Source: an optimization exercise on an open RTL-to-GDS flow (aim: small area, a short achievable clock period and few clock cycles per item). Production flows keep margins and buffers that such runs may drop.
The RTL was checked by simulation tests, not by an equivalence proof against the original design.

Setup of alpha:
==> flow/design.v <==
module pv_sha256 (
    input  wire         clk,
    input  wire         rst,
    input  wire         in_valid,
    output wire         in_ready,
    input  wire         in_first,
    input  wire [511:0] in_block,
    output reg          out_valid,
    output wire [255:0] out_digest
);
    localparam [255:0] IV = {
        32'h6a09e667, 32'hbb67ae85, 32'h3c6ef372, 32'ha54ff53a,
        32'h510e527f, 32'h9b05688c, 32'h1f83d9ab, 32'h5be0cd19
    };
    function [31:0] rotr;
        input [31:0] x;
        input [4:0]  n;
        begin
            rotr = (x >> n) | (x << (6'd32 - {1'b0, n}));
        end
    endfunction
    function [31:0] kconst;
        input [5:0] i;
        begin
            case (i)
                6'd0:  kconst = 32'h428a2f98;  6'd1:  kconst = 32'h71374491;
                6'd2:  kconst = 32'hb5c0fbcf;  6'd3:  kconst = 32'he9b5dba5;
                6'd4:  kconst = 32'h3956c25b;  6'd5:  kconst = 32'h59f111f1;
                6'd6:  kconst = 32'h923f82a4;  6'd7:  kconst = 32'hab1c5ed5;
                6'd8:  kconst = 32'hd807aa98;  6'd9:  kconst = 32'h12835b01;
                6'd10: kconst = 32'h243185be;  6'd11: kconst = 32'h550c7dc3;
                6'd12: kconst = 32'h72be5d74;  6'd13: kconst = 32'h80deb1fe;
                6'd14: kconst = 32'h9bdc06a7;  6'd15: kconst = 32'hc19bf174;
                6'd16: kconst = 32'he49b69c1;  6'd17: kconst = 32'hefbe4786;
                6'd18: kconst = 32'h0fc19dc6;  6'd19: kconst = 32'h240ca1cc;
                6'd20: kconst = 32'h2de92c6f;  6'd21: kconst = 32'h4a7484aa;
                6'd22: kconst = 32'h5cb0a9dc;  6'd23: kconst = 32'h76f988da;
                6'd24: kconst = 32'h983e5152;  6'd25: kconst = 32'ha831c66d;
                6'd26: kconst = 32'hb00327c8;  6'd27: kconst = 32'hbf597fc7;
                6'd28: kconst = 32'hc6e00bf3;  6'd29: kconst = 32'hd5a79147;
                6'd30: kconst = 32'h06ca6351;  6'd31: kconst = 32'h14292967;
                6'd32: kconst = 32'h27b70a85;  6'd33: kconst = 32'h2e1b2138;
                6'd34: kconst = 32'h4d2c6dfc;  6'd35: kconst = 32'h53380d13;
                6'd36: kconst = 32'h650a7354;  6'd37: kconst = 32'h766a0abb;
                6'd38: kconst = 32'h81c2c92e;  6'd39: kconst = 32'h92722c85;
                6'd40: kconst = 32'ha2bfe8a1;  6'd41: kconst = 32'ha81a664b;
                6'd42: kconst = 32'hc24b8b70;  6'd43: kconst = 32'hc76c51a3;
                6'd44: kconst = 32'hd192e819;  6'd45: kconst = 32'hd6990624;
                6'd46: kconst = 32'hf40e3585;  6'd47: kconst = 32'h106aa070;
                6'd48: kconst = 32'h19a4c116;  6'd49: kconst = 32'h1e376c08;
                6'd50: kconst = 32'h2748774c;  6'd51: kconst = 32'h34b0bcb5;
                6'd52: kconst = 32'h391c0cb3;  6'd53: kconst = 32'h4ed8aa4a;
                6'd54: kconst = 32'h5b9cca4f;  6'd55: kconst = 32'h682e6ff3;
                6'd56: kconst = 32'h748f82ee;  6'd57: kconst = 32'h78a5636f;
                6'd58: kconst = 32'h84c87814;  6'd59: kconst = 32'h8cc70208;
                6'd60: kconst = 32'h90befffa;  6'd61: kconst = 32'ha4506ceb;
                6'd62: kconst = 32'hbef9a3f7;  default: kconst = 32'hc67178f2;
            endcase
        end
    endfunction
    reg        run;         
    reg [6:0]  cnt;         
    reg        ready_q;     
    reg        prep;        
    reg        fin;         
    reg        first_q;     
    reg [3:0]  wi;          
    reg        insel;       
    wire free  = ~run | (cnt == 7'd64);
    wire start = in_valid & free;
    assign in_ready = ready_q;
    reg       run_n;
    reg [6:0] cnt_n;
    always @(*) begin
        run_n = run;
        cnt_n = cnt;
        if (start) begin
            run_n = 1'b1;
            cnt_n = 7'd0;
        end else if (run) begin
            cnt_n = cnt + 7'd1;
            if (cnt == 7'd64)
                run_n = 1'b0;
        end
    end
    always @(posedge clk) begin
        if (rst) begin
            run       <= 1'b0;
            cnt       <= 7'd0;
            ready_q   <= 1'b0;
            prep      <= 1'b0;
            fin       <= 1'b0;
            out_valid <= 1'b0;
            wi        <= 4'd0;
            insel     <= 1'b1;
        end else begin
            fin       <= run & (cnt == 7'd64);
            out_valid <= fin;
            prep      <= start;
            run       <= run_n;
            cnt       <= cnt_n;
            ready_q   <= run & (cnt == 7'd13);
            wi        <= start ? 4'd1 : ((wi == 4'd0) | (wi == 4'd15)) ? 4'd0 : wi + 4'd1;
            insel     <= ~run_n | (cnt_n <= 7'd14) | (cnt_n == 7'd64);
        end
    end
    always @(posedge clk) begin
        if (start)
            first_q <= in_first;
    end
    reg [31:0] a, b, c, d, e, f, g, h;
    reg [31:0] p;                   
    reg [511:0] w;                  
    reg [31:0] r0, r1, r2, r3;      
    reg [31:0] q0, q1, q2, q3;      
    reg        ph_sh;       
    reg        ga;          
    reg        use_iv;      
    reg  [2:0] ivs;         
    wire c61_63 = run & (cnt >= 7'd61) & (cnt <= 7'd63);
    wire c64    = run & (cnt == 7'd64);
    always @(posedge clk) begin
        ph_sh  <= prep | c61_63;
        ga     <= c61_63 | c64;
        use_iv <= first_q & (c61_63 | c64);
        ivs    <= {cnt == 7'd63, cnt == 7'd62, cnt == 7'd61};
    end
    wire [31:0] iv_r = ivs[0] ? IV[159:128] : ivs[1] ? IV[191:160] :
                       ivs[2] ? IV[223:192] : IV[255:224];
    wire [31:0] iv_q = ivs[0] ? IV[31:0]    : ivs[1] ? IV[63:32]   :
                       ivs[2] ? IV[95:64]   : IV[127:96];
    wire [31:0] xr = use_iv ? iv_r : r3;
    wire [31:0] xq = use_iv ? iv_q : q3;
    wire [31:0] sr = xr + (ga ? a : 32'd0);
    wire [31:0] sq = xq + (ga ? e : 32'd0);
    always @(posedge clk) begin
        if (ph_sh) begin
            r0 <= sr; r1 <= r0; r2 <= r1; r3 <= r2;
            q0 <= sq; q1 <= q0; q2 <= q1; q3 <= q2;
        end else if (fin) begin
            r3 <= sr;
            q3 <= sq;
        end
    end
    assign out_digest = {r3, r0, r1, r2, q3, q0, q1, q2};
    wire [255:0] chain = first_q ? IV : {sr, r0, r1, r2, sq, q0, q1, q2};
    wire [31:0] s1 = rotr(e, 5'd6) ^ rotr(e, 5'd11) ^ rotr(e, 5'd25);
    wire [31:0] ch = (e & f) ^ (~e & g);
    wire [31:0] s0 = rotr(a, 5'd2) ^ rotr(a, 5'd13) ^ rotr(a, 5'd22);
    wire [31:0] mj = (a & b) | (c & (a | b));
    function [31:0] bsel;
        input [31:0] m, x, y;
        begin
            bsel = (m & x) | (~m & y);
        end
    endfunction
    wire [31:0] u12 = ch ^ mj;
    wire [31:0] uco = bsel(u12, p, ch);                    
    wire [31:0] ut  = u12 ^ (p ^ s1);
    wire [31:0] uci = {uco[30:0], 1'b0};
    wire [31:0] usm = ut ^ uci;
    wire [31:0] ucy = bsel(ut, uci, s1);
    wire [31:0] ucc = {ucy[30:0], 1'b0};
    wire [31:0] uv  = usm ^ ucc;
    wire [31:0] afs = uv ^ s0;
    wire [31:0] afc = bsel(uv, s0, usm);
    wire [31:0] a_n = afs + {afc[30:0], 1'b0};
    wire [31:0] v12 = ch ^ d;
    wire [31:0] vco = bsel(v12, p, ch);                    
    wire [31:0] vt  = v12 ^ (p ^ s1);
    wire [31:0] vci = {vco[30:0], 1'b0};
    wire [31:0] vsm = vt ^ vci;
    wire [31:0] vcy = bsel(vt, vci, s1);
    wire [31:0] e_n = vsm + {vcy[30:0], 1'b0};
    wire [31:0] w0  = w[31:0];
    wire [31:0] w1  = w[63:32];
    wire [31:0] w6  = w[223:192];
    wire [31:0] w14 = w[479:448];
    wire [31:0] w15 = w[511:480];
    wire [31:0] ss0 = rotr(w14, 5'd7) ^ rotr(w14, 5'd18) ^ (w14 >> 3);
    wire [31:0] ss1 = rotr(w1, 5'd17) ^ rotr(w1, 5'd19) ^ (w1 >> 10);
    wire [31:0] z1s = w15 ^ w6 ^ ss0;
    wire [31:0] z1c = (w15 & w6) | (ss0 & (w15 | w6));
    wire [31:0] z1cc = {z1c[30:0], 1'b0};
    wire [31:0] z2s = z1s ^ z1cc ^ ss1;
    wire [31:0] z2c = (z1s & z1cc) | (ss1 & (z1s | z1cc));
    wire [31:0] w_n = z2s + {z2c[30:0], 1'b0};
    reg [31:0] w_in;
    always @(*) begin
        case (wi)
            4'd0: w_in = in_block[511:480];
            4'd1: w_in = in_block[479:448];
            4'd2: w_in = in_block[447:416];
            4'd3: w_in = in_block[415:384];
            4'd4: w_in = in_block[383:352];
            4'd5: w_in = in_block[351:320];
            4'd6: w_in = in_block[319:288];
            4'd7: w_in = in_block[287:256];
            4'd8: w_in = in_block[255:224];
            4'd9: w_in = in_block[223:192];
            4'd10: w_in = in_block[191:160];
            4'd11: w_in = in_block[159:128];
            4'd12: w_in = in_block[127:96];
            4'd13: w_in = in_block[95:64];
            4'd14: w_in = in_block[63:32];
            default: w_in = in_block[31:0];
        endcase
    end
    wire [31:0] hsrc = prep ? chain[31:0] : g;
    wire [31:0] kt   = kconst(cnt[5:0]);
    wire [31:0] u1s  = hsrc ^ kt ^ w0;
    wire [31:0] u1c  = (hsrc & kt) | (w0 & (hsrc | kt));
    wire [31:0] p_n  = u1s + {u1c[30:0], 1'b0};
    always @(posedge clk) begin
        w <= {w[479:0], insel ? w_in : w_n};
        p <= p_n;
        if (prep) begin
            {a, b, c, d, e, f, g, h} <= chain;
        end else begin
            a <= a_n; b <= a; c <= b; d <= c;
            e <= e_n; f <= e; g <= f; h <= g;
        end
    end
endmodule
Settings: LEC_CHECK=0, CAP_MARGIN=30, CORE_MARGIN=2, CORE_UTILIZATION=40, SETUP_SLACK_MARGIN=4.5, SLEW_MARGIN=40; clock period 8.5 ns.
run.sh (not shown) runs the stock make flow with config.mk's settings and CLKGATE_MAP_FILE= SYNTH_SCRIPT=/design/flow/synth_recipe.tcl, a recipe that flattens the netlist after the stock synthesis.
alpha ran to completion and came out clean on the timing, DRC and antenna checks.
Testbench counts of alpha, summed over its fixed seeds: cycles 24,984, blocks 384.
The following lists how beta was set up differently from alpha:
diff --git a/flow/design.v b/flow/design.v
--- a/flow/design.v
+++ b/flow/design.v
@@ -153,18 +153,18 @@
         begin
             bsel = (m & x) | (~m & y);
         end
     endfunction
-    wire [31:0] u12 = ch ^ mj;
-    wire [31:0] uco = bsel(u12, p, ch);                    
-    wire [31:0] ut  = u12 ^ (p ^ s1);
+    wire [31:0] u1  = p ^ ch;
+    wire [31:0] l1s = u1 ^ mj;
+    wire [31:0] l1c = bsel(u1, mj, p);                     
+    wire [31:0] l1cc = {l1c[30:0], 1'b0};
+    wire [31:0] u2  = s1 ^ s0;
+    wire [31:0] uco = bsel(u2, l1cc, s1);                  
+    wire [31:0] ut  = u2 ^ (l1cc ^ l1s);
     wire [31:0] uci = {uco[30:0], 1'b0};
-    wire [31:0] usm = ut ^ uci;
-    wire [31:0] ucy = bsel(ut, uci, s1);
-    wire [31:0] ucc = {ucy[30:0], 1'b0};
-    wire [31:0] uv  = usm ^ ucc;
-    wire [31:0] afs = uv ^ s0;
-    wire [31:0] afc = bsel(uv, s0, usm);
+    wire [31:0] afs = ut ^ uci;
+    wire [31:0] afc = bsel(ut, uci, l1s);
     wire [31:0] a_n = afs + {afc[30:0], 1'b0};
     wire [31:0] v12 = ch ^ d;
     wire [31:0] vco = bsel(v12, p, ch);                    
     wire [31:0] vt  = v12 ^ (p ^ s1);
### Flow results
beta: all stages complete, timing, DRC and antenna checks passed. Re die outline width: alpha was lower than beta. alpha reports its timing endpoint of the critical path as a[31]$_DFF_P_ while beta reports w[31]$_DFF_P_. beta vs alpha: fmax down. Compare beta and alpha | total wirelength of the detailed-routed design higher: beta. alpha leaves more setup margin than beta. Fill cell total of the finished layout grows slightly when moving from alpha to beta. The required time of the worst setup path in beta sits 20 ps above the value recorded for alpha. Delta (beta minus alpha): time the worst path needs with I/O delays and setup higher, cell area after placement picked up an extra about 1.1%, via total after detailed routing rose by 1154, fraction of area in registers has decreased. When beta is set beside alpha, its final standard cell area without fillers turns out to be 570 um^2 larger. From beta to alpha, final-report max-slew violation count did not move at all.
Testbench counts of beta, summed over its fixed seeds: cycles 24,984, blocks 384.

## static timing again, ports no longer ideal
Ports are ideal in the flow. The routed layouts listed here were re-timed in OpenROAD. Step 1 assumes that a clkbuf_16 drives the clock port and a buf_2 every other input. Step 2 times the ports against the registers' clock, not the clock port: input delays grow and output delays shrink by t, the midpoint of the rising clock arrivals with the driver on. Slacks: ideal ports / drivers / drivers and shift; pairs: ideal ports / drivers.
| run | t, ns | slack for setup (ns) | hold WS [ns] | slew at the worst register clock pin (ns) | worst slew at a driven data input, ns |
|---|---|---|---|---|---|
| alpha | 0.814 | 4.138 / 4.138 / 3.947 | 0.314 / 0.314 / 0.314 | 0.07 / 0.07 | 0.33 |
| beta | 0.832 | 3.985 / 3.985 / 3.720 | 0.281 / 0.281 / 0.281 | 0.07 / 0.07 | 0.33 |
After both steps every run listed still meets setup and hold. For beta, which loses most, drivers alone change the setup slack by 0.000 ns; drivers and shift together by -0.265 ns.
